Context: an optimization exercise on an open-source flow, tuned for small area, a short achievable clock period and few clock cycles per item. The choices shown serve that exercise and are no tape-out recipe.
Only simulation tests tie the RTL to the original design; equivalence was not proved.
Power and IR drop assume default switching activity.

File: flow/run.sh
#!/bin/bash
# synth_recipe.tcl (not shown) runs the flow's synth.tcl, then flattens the netlist and writes it again
# the make line also repeats each setting of config.mk as NAME=value (left out here)
make -C /OpenROAD-flow-scripts/flow DESIGN_CONFIG=/design/flow/config.mk WORK_HOME=/design/flow/orfs CLKGATE_MAP_FILE= SYNTH_SCRIPT=/design/flow/synth_recipe.tcl finish
File: flow/config.mk
export PLATFORM = sky130hd
export DESIGN_NAME = hxi_alu
export DESIGN_NICKNAME = hxi_alu
export VERILOG_FILES = /design/flow/design.v
export SDC_FILE = /design/flow/constraint.sdc
export NUM_CORES = 4
export LEC_CHECK = 0
export CAP_MARGIN = 40
export CORE_MARGIN = 2
export CORE_UTILIZATION = 20
export SLEW_MARGIN = 40
File: flow/constraint.sdc
create_clock -name core_clock -period 11.0 [get_ports {clk}]
set_input_delay 2.2000 -clock core_clock [delete_from_list [all_inputs] [get_ports {clk}]]
set_output_delay 2.2000 -clock core_clock [all_outputs]
set_load 0.01 [all_outputs]
File: flow/design.v
module hxi_alu (
    input  wire        clk,
    input  wire        rst,
    input  wire        start,
    output wire        ready,
    input  wire [4:0]  fn,
    input  wire [2:0]  ty,
    input  wire [2:0]  ty2,
    input  wire        d,
    input  wire [63:0] wa_in,
    input  wire [63:0] wb_in,
    input  wire [4:0]  flags_in,
    output reg         done,
    output reg  [63:0] wa_out,
    output reg  [63:0] wb_out,
    output reg  [4:0]  flags_out,
    output reg  [1:0]  fault
);
    localparam FN_ADD = 5'h00, FN_SUB = 5'h01, FN_MUL = 5'h02, FN_DIV = 5'h03,
               FN_MOD = 5'h04, FN_NEG = 5'h05, FN_ABS = 5'h06, FN_MIN = 5'h07,
               FN_MAX = 5'h08, FN_SQRT = 5'h09, FN_AND = 5'h0A, FN_OR = 5'h0B,
               FN_XOR = 5'h0C, FN_NOT = 5'h0D, FN_SHL = 5'h0E, FN_SHR = 5'h0F,
               FN_SAR = 5'h10, FN_ROL = 5'h11, FN_CVT = 5'h12, FN_TRUNC = 5'h13,
               FN_MOV = 5'h14, FN_SWP = 5'h15, FN_CLRW = 5'h16, FN_SEXTB = 5'h17,
               FN_SEXTH = 5'h18;
    localparam T_I32 = 3'd3, T_U32 = 3'd4, T_I64 = 3'd5;
    localparam F_NONE = 2'd0, F_ILLEGAL = 2'd1, F_DIVZERO = 2'd2;
    localparam S_IDLE = 3'd0, S_EXEC = 3'd1, S_MUL = 3'd2, S_DIV = 3'd3, S_POST = 3'd4;
    reg  [2:0]  state;
    reg  [4:0]  r_fn;
    reg  [2:0]  r_ty, r_ty2;
    reg         r_d;
    reg  [63:0] r_wa, r_wb;
    reg  [4:0]  r_flags;
    assign ready = (state == S_IDLE);
    wire [63:0] dst = r_d ? r_wb : r_wa;
    wire [63:0] oth = r_d ? r_wa : r_wb;
    wire        is32   = (r_ty != T_I64);
    wire        signd  = (r_ty != T_U32);
    wire [63:0] a_m    = is32 ? {32'd0, dst[31:0]} : dst;             
    wire [63:0] b_m    = is32 ? {32'd0, oth[31:0]} : oth;             
    wire [63:0] a_sx   = is32 ? {{32{dst[31]}}, dst[31:0]} : dst;     
    wire [63:0] b_sx   = is32 ? {{32{oth[31]}}, oth[31:0]} : oth;
    wire [63:0] a_val  = signd ? a_sx : a_m;                         
    wire [63:0] b_val  = signd ? b_sx : b_m;
    wire        a_neg  = signd & a_sx[63];
    wire        b_neg  = signd & b_sx[63];
    wire [63:0] a_mag  = a_neg ? (~a_sx + 64'd1) : a_m;
    wire [63:0] b_mag  = b_neg ? (~b_sx + 64'd1) : b_m;
    wire ty_int  = (r_ty == T_I32) || (r_ty == T_U32) || (r_ty == T_I64);
    wire ty2_int = (r_ty2 == T_I32) || (r_ty2 == T_U32) || (r_ty2 == T_I64);
    wire illegal = (r_fn > FN_SEXTH) || !ty_int || (r_fn == FN_SQRT) || (r_fn == FN_TRUNC) ||
                   ((r_fn == FN_CVT) ? !ty2_int : (r_ty2 != 3'd0));
    wire is_div  = (r_fn == FN_DIV) || (r_fn == FN_MOD);
    wire divzero = is_div && (b_m == 64'd0);
    wire [64:0] sum   = {1'b0, a_m} + {1'b0, b_m};
    wire [64:0] diff  = {1'b0, a_m} - {1'b0, b_m};
    wire [64:0] ndiff = 65'd0 - {1'b0, a_m};
    wire [5:0]  sh    = oth[5:0];
    wire [127:0] shl_w = {64'd0, a_m} << sh;
    wire [127:0] shr_w = {a_m, 64'd0} >> sh;
    wire [127:0] sar_w = $signed({a_sx, 64'd0}) >>> sh;
    wire [127:0] rol64 = {a_m, a_m} << sh;
    wire [63:0]  rol32 = {a_m[31:0], a_m[31:0]} << sh[4:0];
    wire a_lt_b = signd ? ($signed(a_val) < $signed(b_val)) : (a_m < b_m);
    wire [64:0] cvt_src = {a_val[63] & signd, a_val};
    wire        cvt_lo  = (r_ty2 == T_I32) ? ($signed(cvt_src) < -65'sd2147483648) :
                          (r_ty2 == T_U32) ? cvt_src[64] : 1'b0;
    wire        cvt_hi  = (r_ty2 == T_I32) ? ($signed(cvt_src) > 65'sd2147483647) :
                          (r_ty2 == T_U32) ? ($signed(cvt_src) > 65'sd4294967295) :
                          ($signed(cvt_src) > 65'sd9223372036854775807);
    wire [63:0] cvt_val = cvt_lo ? ((r_ty2 == T_I32) ? 64'hFFFF_FFFF_8000_0000 : 64'd0) :
                          cvt_hi ? ((r_ty2 == T_I32) ? 64'h0000_0000_7FFF_FFFF :
                                    (r_ty2 == T_U32) ? 64'h0000_0000_FFFF_FFFF :
                                                       64'h7FFF_FFFF_FFFF_FFFF) :
                          cvt_src[63:0];
    reg  [63:0] s_res;     
    reg  [2:0]  s_rty;     
    reg         s_v, s_c;
    reg  [63:0] s_oth;     
    always @(*) begin
        s_res = 64'd0;
        s_rty = r_ty;
        s_v   = 1'b0;
        s_c   = 1'b0;
        s_oth = oth;
        case (r_fn)
            FN_ADD: begin
                s_res = sum[63:0];
                s_c   = is32 ? sum[32] : sum[64];
                s_v   = is32 ? ((a_m[31] ^ sum[31]) & (b_m[31] ^ sum[31]))
                             : ((a_m[63] ^ sum[63]) & (b_m[63] ^ sum[63]));
            end
            FN_SUB: begin
                s_res = diff[63:0];
                s_c   = diff[64];
                s_v   = is32 ? ((a_m[31] ^ b_m[31]) & (a_m[31] ^ diff[31]))
                             : ((a_m[63] ^ b_m[63]) & (a_m[63] ^ diff[63]));
            end
            FN_NEG: begin
                s_res = ndiff[63:0];
                s_c   = (a_m != 64'd0);
                s_v   = is32 ? (a_m[31] & ndiff[31]) : (a_m[63] & ndiff[63]);
            end
            FN_ABS: begin
                s_res = a_mag;
                s_v   = a_neg & (is32 ? a_mag[31] : a_mag[63]);
            end
            FN_MIN:   s_res = a_lt_b ? a_m : b_m;
            FN_MAX:   s_res = a_lt_b ? b_m : a_m;
            FN_AND:   s_res = a_m & b_m;
            FN_OR:    s_res = a_m | b_m;
            FN_XOR:   s_res = a_m ^ b_m;
            FN_NOT:   s_res = ~a_m;
            FN_SHL: begin
                s_res = shl_w[63:0];
                s_c   = is32 ? shl_w[32] : shl_w[64];
            end
            FN_SHR: begin
                s_res = shr_w[127:64];
                s_c   = shr_w[63];
            end
            FN_SAR: begin
                s_res = sar_w[127:64];
                s_c   = sar_w[63];
            end
            FN_ROL: begin
                s_res = is32 ? {32'd0, rol32[63:32]} : rol64[127:64];
                s_c   = (sh != 6'd0) & (is32 ? rol32[32] : rol64[64]);
            end
            FN_CVT: begin
                s_res = cvt_val;
                s_rty = r_ty2;
                s_v   = cvt_lo | cvt_hi;
            end
            FN_MOV:   s_res = oth;
            FN_SWP: begin
                s_res = oth;
                s_oth = dst;
            end
            FN_CLRW:  s_res = 64'd0;
            FN_SEXTB: s_res = {{56{dst[7]}}, dst[7:0]};
            FN_SEXTH: s_res = {{48{dst[15]}}, dst[15:0]};
            default:  s_res = 64'd0;
        endcase
    end
    reg  [63:0]  it_a;      
    reg  [64:0]  it_hi;     
    reg  [63:0]  it_lo;     
    reg  [6:0]   it_cnt;
    reg          it_neg;    
    reg          it_rneg;   
    wire [64:0] mul_add  = it_hi + (it_lo[0] ? {1'b0, it_a} : 65'd0);
    wire [64:0] div_sh   = {it_hi[63:0], it_lo[63]};
    wire [65:0] div_try  = {1'b0, div_sh} - {2'b0, it_a};
    wire        div_ok   = !div_try[65];
    wire [127:0] prod_mag = is32 ? {32'd0, it_hi[63:0], it_lo[63:32]} : {it_hi[63:0], it_lo};
    wire [127:0] prod_sgn = it_neg ? (~prod_mag + 128'd1) : prod_mag;
    wire [63:0]  quo_mag  = is32 ? {32'd0, it_lo[31:0]} : it_lo;
    wire [63:0]  rem_mag  = it_hi[63:0];
    wire [63:0]  quo_sgn  = it_neg ? (~quo_mag + 64'd1) : quo_mag;
    wire [63:0]  rem_sgn  = it_rneg ? (~rem_mag + 64'd1) : rem_mag;
    reg  [63:0] p_res;
    reg         p_v;
    always @(*) begin
        p_res = 64'd0;
        p_v   = 1'b0;
        if (r_fn == FN_MUL) begin
            p_res = prod_sgn[63:0];
            if (!signd)
                p_v = (prod_mag[127:32] != 96'd0);
            else if (is32)
                p_v = it_neg ? (prod_mag > 128'h8000_0000) : (prod_mag >= 128'h8000_0000);
            else
                p_v = it_neg ? (prod_mag > 128'h8000_0000_0000_0000)
                             : (prod_mag >= 128'h8000_0000_0000_0000);
        end else if (r_fn == FN_DIV) begin
            p_res = quo_sgn;
            p_v   = signd && !it_neg && (is32 ? quo_mag[31] : quo_mag[63]);
        end else begin
            p_res = rem_sgn;
        end
    end
    function [63:0] extend;
        input [63:0] v;
        input [2:0]  t;
        begin
            case (t)
                T_I32:   extend = {{32{v[31]}}, v[31:0]};
                T_U32:   extend = {32'd0, v[31:0]};
                default: extend = v;
            endcase
        end
    endfunction
    function [4:0] iflags;        
        input [63:0] v;
        input [2:0]  t;
        input        fv;
        input        fc;
        reg          z, n;
        begin
            if (t == T_I64) begin
                z = (v == 64'd0);
                n = v[63];
            end else begin
                z = (v[31:0] == 32'd0);
                n = v[31];
            end
            iflags = {1'b0, fc, fv, n, z};
        end
    endfunction
    task finish;
        input [63:0] new_dst;
        input [63:0] new_oth;
        input [4:0]  new_flags;
        input [1:0]  flt;
        begin
            done      <= 1'b1;
            fault     <= flt;
            flags_out <= new_flags;
            if (r_d) begin
                wa_out <= new_oth;
                wb_out <= new_dst;
            end else begin
                wa_out <= new_dst;
                wb_out <= new_oth;
            end
        end
    endtask
    always @(posedge clk) begin
        if (rst) begin
            state <= S_IDLE;
            done  <= 1'b0;
        end else begin
            done <= 1'b0;
            case (state)
                S_IDLE: begin
                    if (start) begin
                        r_fn    <= fn;
                        r_ty    <= ty;
                        r_ty2   <= ty2;
                        r_d     <= d;
                        r_wa    <= wa_in;
                        r_wb    <= wb_in;
                        r_flags <= flags_in;
                        state   <= S_EXEC;
                    end
                end
                S_EXEC: begin
                    if (illegal) begin
                        finish(dst, oth, r_flags, F_ILLEGAL);
                        state <= S_IDLE;
                    end else if (divzero) begin
                        finish(dst, oth, r_flags, F_DIVZERO);
                        state <= S_IDLE;
                    end else if (r_fn == FN_MUL) begin
                        it_a   <= a_mag;
                        it_hi  <= 65'd0;
                        it_lo  <= b_mag;
                        it_cnt <= is32 ? 7'd32 : 7'd64;
                        it_neg <= a_neg ^ b_neg;
                        state  <= S_MUL;
                    end else if (is_div) begin
                        it_a    <= b_mag;
                        it_hi   <= 65'd0;
                        it_lo   <= is32 ? {a_mag[31:0], 32'd0} : a_mag;
                        it_cnt  <= is32 ? 7'd32 : 7'd64;
                        it_neg  <= a_neg ^ b_neg;
                        it_rneg <= a_neg;
                        state   <= S_DIV;
                    end else begin
                        finish((r_fn == FN_SWP) ? s_res : extend(s_res, s_rty), s_oth,
                               iflags(s_res, s_rty, s_v, s_c), F_NONE);
                        state <= S_IDLE;
                    end
                end
                S_MUL: begin
                    {it_hi, it_lo} <= {1'b0, mul_add, it_lo[63:1]};
                    it_cnt <= it_cnt - 7'd1;
                    if (it_cnt == 7'd1)
                        state <= S_POST;
                end
                S_DIV: begin
                    it_hi  <= div_ok ? div_try[64:0] : div_sh;
                    it_lo  <= {it_lo[62:0], div_ok};
                    it_cnt <= it_cnt - 7'd1;
                    if (it_cnt == 7'd1)
                        state <= S_POST;
                end
                S_POST: begin
                    finish(extend(p_res, r_ty), oth,
                           iflags(p_res, r_ty, p_v, 1'b0), F_NONE);
                    state <= S_IDLE;
                end
                default: state <= S_IDLE;
            endcase
        end
    end
endmodule
==> run_results.csv <==
group,metric,value,unit
global_route,grt_max_degree,108,
min_path,holdPathStages,1,
die,start_util,20.1,%
route,routedWlPerCell,56.1,microns
critical_path,crit_family,"compound AO/OA/AOI/OAI gates",
die,ios,285,
finish,multiInputGateArea,0.0556,sq mm
placement,place_congestion,1.14,
die,dieArea,0.368,sq mm
clock_tree,h-tree-depth,3,
critical_path,cp.required,11.47,ns
clock_tree,root_buffer,"clkbuf_16",
finish,fill_cells,40300,
route,drc_errors,0,
logic_synthesis,ys_seq_area_share,20.0,%
run,cap_violations,0,
logic_synthesis,netlist_instances,9922,
status,status,"complete, no violations",
route,drt-initial-drc-count,14200,
placement,hpwlAfterDp,722000,microns
logic_synthesis,synth_top_area_share,19.9,%
route,vias_per_cell,6.35,
clock_tree,clock_sinks,486,
placement,pre_cts_slack,1.70,ns
critical_path,cp-end-kind,"flip-flop",
critical_path,critPathArrivalTime,10.38,ns
finish,nNetsFinal,11100,
clock_tree,cts_setup_buffers,0,
sta,slew_violations,0,
critical_path,crit_cells,25,
sta,hold_viol_final,0,
sta,finClkSkew,0.0964,ns
critical_path,crit_type,"flip-flop to flip-flop",
die,die_w,607,microns
logic_synthesis,synthArstFlopShare,0,%
clock_tree,hold_buffers,0,
sta,period_minus_slack,9.91,ns
route,vias,99000,
critical_path,reg2reg_depth,25,
critical_path,slowest_delay,0.88,ns
die,die_h,607,microns
clock_tree,clk_latency,0.84,ns
global_route,grt_pass1_wl,1090000,microns
sta,rsz0062_at_grt,"false",
finish,ff_latch_area,0.0146,sq mm
clock_tree,cts_tree,"yes",
sta,period_share,90.1,%
global_route,grt_antenna_before_repair,173,
global_route,grt_pass1_vias,91900,
sta,finalSetupViolations,0,
clock_tree,post_cts_resized,0,
logic_synthesis,netlist_area,0.0726,sq mm
sta,hold_ws,0.572,ns
critical_path,slowest_stage,"edfxtp_1",
critical_path,start_kind,"flip-flop",
clock_tree,path_clk_slew,0.08,ns
sta,max-slew-margin-rel,25.1,%
route,totalWireLength,874000,microns
sta,max_freq,101,MHz
placement,port_buffers,284,
global_route,track_usage,45.8,%
pwr,pwr_density_cell,93.3,mW/mm^2
route,ant_nets,0,
die,core-area,0.362,sq mm
die,std_cell_rows,221,
logic_synthesis,yosysTopAreaCell,"edfxtp_1",
logic_synthesis,yosys.cell_types.count,121,
finish,drive_gt1_share,18.2,%
logic_synthesis,yosys_warnings,1,
critical_path,critPathBufInv,7,
critical_path,crit_fanout,29,
pwr,p_leak,34.7,nW
global_route,globalRouteMet1Util,55.0,%
clock_tree,numCtsBuffers,74,
global_route,grt_overflow,0,
logic_synthesis,ys_seq_elements,486,
finish,areaGrowthSynthToFinish,27.8,%
sta,fin_ws,1.09,ns
route,firstDrtPassIters,6,
pwr,power.total,0.00866,W
global_route,use_met2,66.4,%
global_route,grt_use_met3,12.0,%
logic_synthesis,synth_ff_type,"edfxtp_1",
global_route,busiest_layer,"met2",
pwr,vdd_drop_max,0.119,mV
sta,max_slew.worst_pin.slew,1.11,ns
logic_synthesis,syn-num-nets,10400,
logic_synthesis,yosysMostFrequentCell,"nand2_1",
logic_synthesis,yosys-top-cells-count,"1056 x nand2_1, 994 x nor2_1, 867 x a21oi_1",
critical_path,cpMostUsedCell,"buf_4",
clock_tree,clockBufferDepth,4,
logic_synthesis,synth_edf_count,482,
logic_synthesis,synthTopCellsByArea,"edfxtp_1 20%, ha_1 6.2%, a21oi_1 6.0%",
min_path,min_path_type,"flip-flop to flip-flop",
logic_synthesis,syn_area_per_cell,7.32,sq um
[worst paths after layout]
check	startpoint	to	slack (ns)
worst min-delay path	r_flags[4]	flags_out[4]	0.57
worst min register to register	r_flags[4]	flags_out[4]	0.57
worst max-delay path	r_d	flags_out[0]	1.09
worst max register to register	r_d	flags_out[0]	1.09
[kinds of logic after synthesis]
kind of cell | synth area share (%)
multiplexers | 6.67
XOR/XNOR | 5.61
buffers and inverters | 6.91
flip-flops | 20.0
AND/OR/NAND/NOR | 21.7
adder cells (fa/ha/maj) | 6.35
AO/OA/AOI/OAI | 32.7
[state kept, by name, indices dropped and copies added (netlist names)]
| name | cells |
|---|---|
| it_lo | 64 |
| r_d | 1 |
| r_flags | 5 |
| it_rneg | 1 |
| it_cnt | 7 |
| wa_out | 64 |
| it_neg | 1 |
| r_ty2 | 3 |
| r_wa | 64 |
| r_wb | 64 |
| flags_out | 5 |
| done | 1 |
| state | 3 |
| wb_out | 64 |
| r_fn | 5 |
| it_a | 64 |
| fault | 2 |
| it_hi | 65 |
| r_ty | 3 |
[power by group]
group	switching (W)	total, W	internal (W)
clock network	0.00108	0.00251	0.00143
logic	0.00294	0.00397	0.00103
registers	0.0000802	0.00217	0.00209
total	0.00411	0.00866	0.00455
[cell usage in the layout (no fill, tap or decap), types with 221 or more instances in the layout]
cell / netlist / final
a21oi_1: 867 / 825
buf_4: 33 / 1082
clkdlybuf4s50_1: 0 / 283
edfxtp_1: 482 / 482
ha_1: 362 / 362
inv_1: 317 / 311
mux2i_1: 334 / 309
nand2_1: 1056 / 1034
nand3_1: 259 / 258
nor2_1: 994 / 938
nor3_1: 248 / 221
o21ai_0: 773 / 689
xnor2_1: 318 / 285
[final cells by class]
type / instances / share of cell area [%]
Multi-Input combinational cell: 8247 / 60.0
Sequential cell: 486 / 15.7
Timing Repair Buffer: 1459 / 13.6
Tap cell: 4794 / 6.47
Clock buffer: 86 / 2.09
Inverter: 356 / 1.46
Clock inverter: 44 / 0.480
Antenna cell: 106 / 0.286
[per-stage QoR]
step                std cells  setup TNS [ns]  utilization, %  cell area (sq um)
finish                  15600               0            25.6              92800
detailed placement      15300               0            24.9              90000
global placement        15300          -36.79            24.4              88400
CTS                     15500               0            25.5              92300
global route            15500               0            25.6              92600
floorplan                9922               0               -              72600
[metal layers]
metal,share of wire [%],wire (microns)
met5,0.057,494
met4,11,99200
met3,8.5,74600
met2,41,358000
met1,39,342000
Testbench counts, summed over its fixed seeds: cycles 125,897, ops 6,000.

-- afterwards: timing with drivers on the ports --
The flow's constraints put no driver on any port. The routed layout listed below was extracted and timed again, unchanged, in two steps.
Step 1 assumes that a clkbuf_16 drives the clock port and a buf_2 every other input.
Step 2 also shifts input and output timing later by t, the mid clock arrival at the registers, as if the neighbouring blocks saw the same clock.
Three values: no drivers, after step 1, after step 2; two values: the first two.
shift t [ns]: 0.887
setup WS [ns]: 1.093 / 1.093 / 1.093
worst data-port slew with drivers (ns): 0.25
After both steps this run still meets setup and hold. The setup slack of this run moves by 0.000 ns with the drivers and by 0.000 ns with both steps.
